From an optimization exercise on the open Yosys and OpenROAD flow, aimed at small area, a short achievable clock period and few clock cycles; shortcuts taken in it are not production practice. The RTL was checked by simulation tests, not by an equivalence proof against the original design. Power figures rest on the tool's default switching activity, not on a simulated workload.

== oak ==
// mcv_cal
module mcv_cal (
    input  wire        clk,
    input  wire        rst,
    input  wire        s_valid,
    output wire        s_ready,
    input  wire [1:0]  s_op,       
    input  wire [2:0]  s_conv,
    input  wire [27:0] s_data,
    output reg         o_valid,
    output reg         o_kind,     
    output reg  [2:0]  o_conv,
    output reg  [11:0] o_raw,
    output reg         o_clamp,
    output reg         o_ok,
    output reg  [15:0] o_gain,
    output reg  [11:0] o_offset
);
    localparam OP_MEAS    = 2'd0;
    localparam OP_CAL     = 2'd1;
    localparam OP_RESTART = 2'd2;
    localparam OP_LOAD    = 2'd3;
    integer i;
    reg        busy;             
    reg        rdy;              
    assign s_ready = rdy;
    reg [11:0] cal_off  [0:7];
    reg [15:0] cal_gain [0:7];
    reg [5:0]  cal_cnt  [0:7];
    reg [16:0] sum_lo   [0:7];
    reg [16:0] sum_hi   [0:7];
    reg [7:0]  ld;
    reg [7:0]  em;
    reg [7:0]  hv;
    reg [7:0]  lt;
    reg [7:0]  ld_nx, em_nx, hv_nx, lt_nx;      
    reg        a_v;
    reg [1:0]  a_op;
    reg [2:0]  a_conv;
    reg [27:0] a_data;
    reg [7:0]  a_sc;             
    reg [7:0]  a_sx;             
    reg [7:0]  a_sm;             
    reg        a_md;             
    reg [7:0]  a_gc;             
    reg [7:0]  a_gh;             
    wire [7:0] s_dec  = 8'd1 << s_conv;
    wire       s_take = s_valid & rdy;
    wire       s_meas = s_op == OP_MEAS;
    wire       s_cal  = s_op == OP_CAL;
    wire       s_last = s_take & s_cal & |(s_dec & lt_nx);
    always @(posedge clk) begin
        a_v    <= s_take & ~rst;
        a_op   <= s_op;
        a_conv <= s_conv;
        a_data <= s_data;
        a_sc   <= s_cal   ? s_dec : 8'd0;
        a_sx   <= s_op[1] ? s_dec : 8'd0;
        a_sm   <= s_meas  ? (s_dec & ld_nx) : 8'd0;
        a_md   <= s_meas & ~|(s_dec & ld_nx);
        a_gc   <= s_cal   ? (s_dec & ~em_nx) : 8'd0;
        a_gh   <= s_cal   ? (s_dec & hv_nx) : 8'd0;
    end
    wire        go     = a_v;
    wire [11:0] a_u    = a_data[11:0];
    reg  [11:0] r_off;
    reg  [15:0] r_gain;
    reg  [5:0]  r_cnt;
    reg  [16:0] r_lo, r_hi;
    always @(*) begin
        r_off = 12'd0; r_gain = {a_md, 15'd0};
  ...
Settings: LEC_CHECK=0, CAP_MARGIN=20, CORE_MARGIN=2, CORE_UTILIZATION=40, SLEW_MARGIN=20; clock period 12.0 ns.
standard.sh (not shown) runs the stock make flow with config.mk's settings and CLKGATE_MAP_FILE= SYNTH_SCRIPT=/design/flow/synth_recipe.tcl, a recipe that flattens the netlist after the stock synthesis.
==> flow/flow/run.sh <==
#!/bin/bash
# The standard layout (standard.sh: the standard synthesis and the ORFS
# steps with the standard flow's config.mk and constraint.sdc, unchanged), with two
# changes to how ORFS builds it:
# - repair_timing is asked to leave more setup slack than the default, so
#   that it also shortens paths that already meet the design's clock period;
# - the buffers that ORFS puts on every input and output port are buf_4
#   cells instead of the slow delay cells it picks by default.
set -euo pipefail
bash standard.sh SETUP_SLACK_MARGIN=8.8 \
    "BUFFER_PORTS_ARGS=-buffer_cell sky130_fd_sc_hd__buf_4" finish > run_make.log 2>&1
oak ended with every stage complete and zero timing, DRC or antenna violations.
Testbench counts of oak, summed over its fixed seeds: cycles 19,150.
diff inputs: oak => pine
diff --git a/flow/flow/run.sh b/flow/flow/run.sh
--- a/flow/flow/run.sh
+++ b/flow/flow/run.sh
@@ -10 +10 @@
-bash standard.sh SETUP_SLACK_MARGIN=8.8 \
+bash standard.sh SETUP_SLACK_MARGIN=8.5 \
Findings:
- oak → pine: count of buffers not belonging to the clock network in the layout dropped 84; setup slack dropped 0.029 ns.
- Per the comparison of pine with oak, share of the clock period used by the worst path moved up, fill cell total of the finished layout went up 216, total power after layout went down by 0.059 mW.
- pine: all stages complete, timing, DRC and antenna checks passed
- oak reached the final stage; the timing, DRC and antenna checks on its layout passed.
Relative to pine, the following input files were edited for birch:
Settings: a change of CORE_UTILIZATION from 40 to 60.
Results
birch: done, clean on timing, DRC and antenna
Between pine and birch, the sequential cell area share is higher for birch.
Compared with pine, birch shows finished layout cell area that has gone down slightly.
Core utilization: birch higher than pine
Across both runs, met1 layer usage reported by global route was higher for birch than for pine.
o_gain[0] as the critical path startpoint was reported by pine, and o_offset[4] by birch.
Of birch and pine, it is birch that has the lower number of standard cells in the layout, taps in and fillers out.
[compare] base=pine new=birch: clock period minus worst slack saw a decrease; global-route total usage across every layer saw an increase.
Diff pine..birch | hold slack | negligible
Worst setup slack in birch vs pine: up 0.073 ns

* * *

## run 1
mcv_cal, a different RTL version from the one above (not shown whole).
Size in the first run: roughly 3,300 cells after synthesis, ~840 flip-flops, ~84 I/O pins, ~0.040 sq mm of cells after synthesis.
// mcv_cal
module mcv_cal (
    input  wire        clk,
    input  wire        rst,
    input  wire        s_valid,
    output wire        s_ready,
    input  wire [1:0]  s_op,       
    input  wire [2:0]  s_conv,
    input  wire [27:0] s_data,
    output reg         o_valid,
    output reg         o_kind,     
    output reg  [2:0]  o_conv,
    output reg  [11:0] o_raw,
    output reg         o_clamp,
    output reg         o_ok,
    output reg  [15:0] o_gain,
    output reg  [11:0] o_offset
);
==> flow/config.mk <==
export PLATFORM = sky130hd
export DESIGN_NAME = mcv_cal
export DESIGN_NICKNAME = mcv_cal
export VERILOG_FILES = /design/flow/design.v
export SDC_FILE = /design/flow/constraint.sdc
export NUM_CORES = 4
export LEC_CHECK = 0
export CAP_MARGIN = 20
export CORE_MARGIN = 2
export CORE_UTILIZATION = 40
export SLEW_MARGIN = 20
==> flow/constraint.sdc <==
create_clock -name core_clock -period 12.0 [get_ports {clk}]
set_input_delay 2.4000 -clock core_clock [delete_from_list [all_inputs] [get_ports {clk}]]
set_output_delay 2.4000 -clock core_clock [all_outputs]
set_load 0.01 [all_outputs]
==> flow/flow/run.sh <==
#!/bin/bash
# The standard layout (standard.sh: the standard synthesis and the ORFS
# steps with the standard flow's config.mk and constraint.sdc, unchanged), with two
# changes to how ORFS builds it:
# - repair_timing is asked to leave more setup slack than the default, so
#   that it also shortens paths that already meet the design's clock period;
# - the buffers that ORFS puts on every input and output port are buf_4
#   cells instead of the slow delay cells it picks by default.
set -euo pipefail
bash standard.sh SETUP_SLACK_MARGIN=8.5 \
    "BUFFER_PORTS_ARGS=-buffer_cell sky130_fd_sc_hd__buf_4" finish > run_make.log 2>&1
Testbench counts of run 1, summed over its fixed seeds: cycles 19,150.
For run 2, these inputs were changed with respect to run 1:
diff --git a/flow/flow/run.sh b/flow/flow/run.sh
--- a/flow/flow/run.sh
+++ b/flow/flow/run.sh
@@ -9,3 +9,3 @@
 set -euo pipefail
-bash standard.sh SETUP_SLACK_MARGIN=8.5 \
+bash standard.sh SETUP_SLACK_MARGIN=8.4 \
     "BUFFER_PORTS_ARGS=-buffer_cell sky130_fd_sc_hd__buf_4" finish > run_make.log 2>&1
Results
- In terms of timing-limited maximum frequency, run 2 and run 1 differ only marginally.
- Run 2 improves on run 1 in estimated wirelength of the detail-placed design.
- The clock power share number comes out lower for run 2 vs run 1.
- Taking run 1 as the reference point, the share of power burned in combinational logic of run 2 falls by 0.5 points.
- Looking at run 1 and run 2, the via count of the first global-routing pass is a wash.
- Against run 1, the final cell area of run 2 is lower.
- Run 1 -> run 2: boundary pin count delta 0, exact match
- Summary of run 2 over run 1: worst setup slack saw an increase; clock-cell share of area moved down.
Here is what was changed in the inputs of run 3 compared with run 2.
==> flow/run.sh (new file) <==
#!/bin/bash
# synth_recipe.tcl (not shown) runs the flow's synth.tcl, then flattens the netlist and writes it again
# the make line also repeats each setting of config.mk as NAME=value (left out here)
make -C /OpenROAD-flow-scripts/flow DESIGN_CONFIG=/design/flow/config.mk WORK_HOME=/design/flow/orfs CLKGATE_MAP_FILE= SYNTH_SCRIPT=/design/flow/synth_recipe.tcl finish
removed: flow/flow/run.sh
removed: flow/standard.sh
==> run notes <==
- Critical path depth in cells, run 3 and run 2: smaller value in run 2
- Compared with run 2, run 3 shows a lower slack of the critical path.
- Utilization after layout: lower on run 3

==> static timing again, ports no longer ideal <==
No port has a modelled driver above. Below, the same layouts with a new extraction and two added sets of constraints. Step 1 (the two cells are an assumption about what drives the block):
set clk [get_ports {clk}]
set_driving_cell -lib_cell sky130_fd_sc_hd__clkbuf_16 $clk
set_driving_cell -lib_cell sky130_fd_sc_hd__buf_2 [delete_from_list [all_inputs] $clk]
Step 2 also shifts input and output timing later by t, the mid clock arrival at the registers, as if the neighbouring blocks saw the same clock. Three values: no drivers, after step 1, after step 2; two values: the first two.
run	shift t [ns]	setup WS [ns]	worst data-port slew with drivers (ns)
oak	0.732	8.418 / 8.351 / 8.248	0.04
pine	0.733	8.389 / 8.321 / 8.109	0.04
birch	0.714	8.462 / 8.395 / 8.055	0.05
run 1	0.734	8.403 / 8.336 / 7.963	0.08
run 2	0.726	8.411 / 8.340 / 7.945	0.06
run 3	0.727	7.365 / 7.411 / 6.684	0.06
After both steps every run listed still meets setup and hold. For run 3, which loses most, drivers alone change the setup slack by +0.046 ns; drivers and shift together by -0.681 ns.
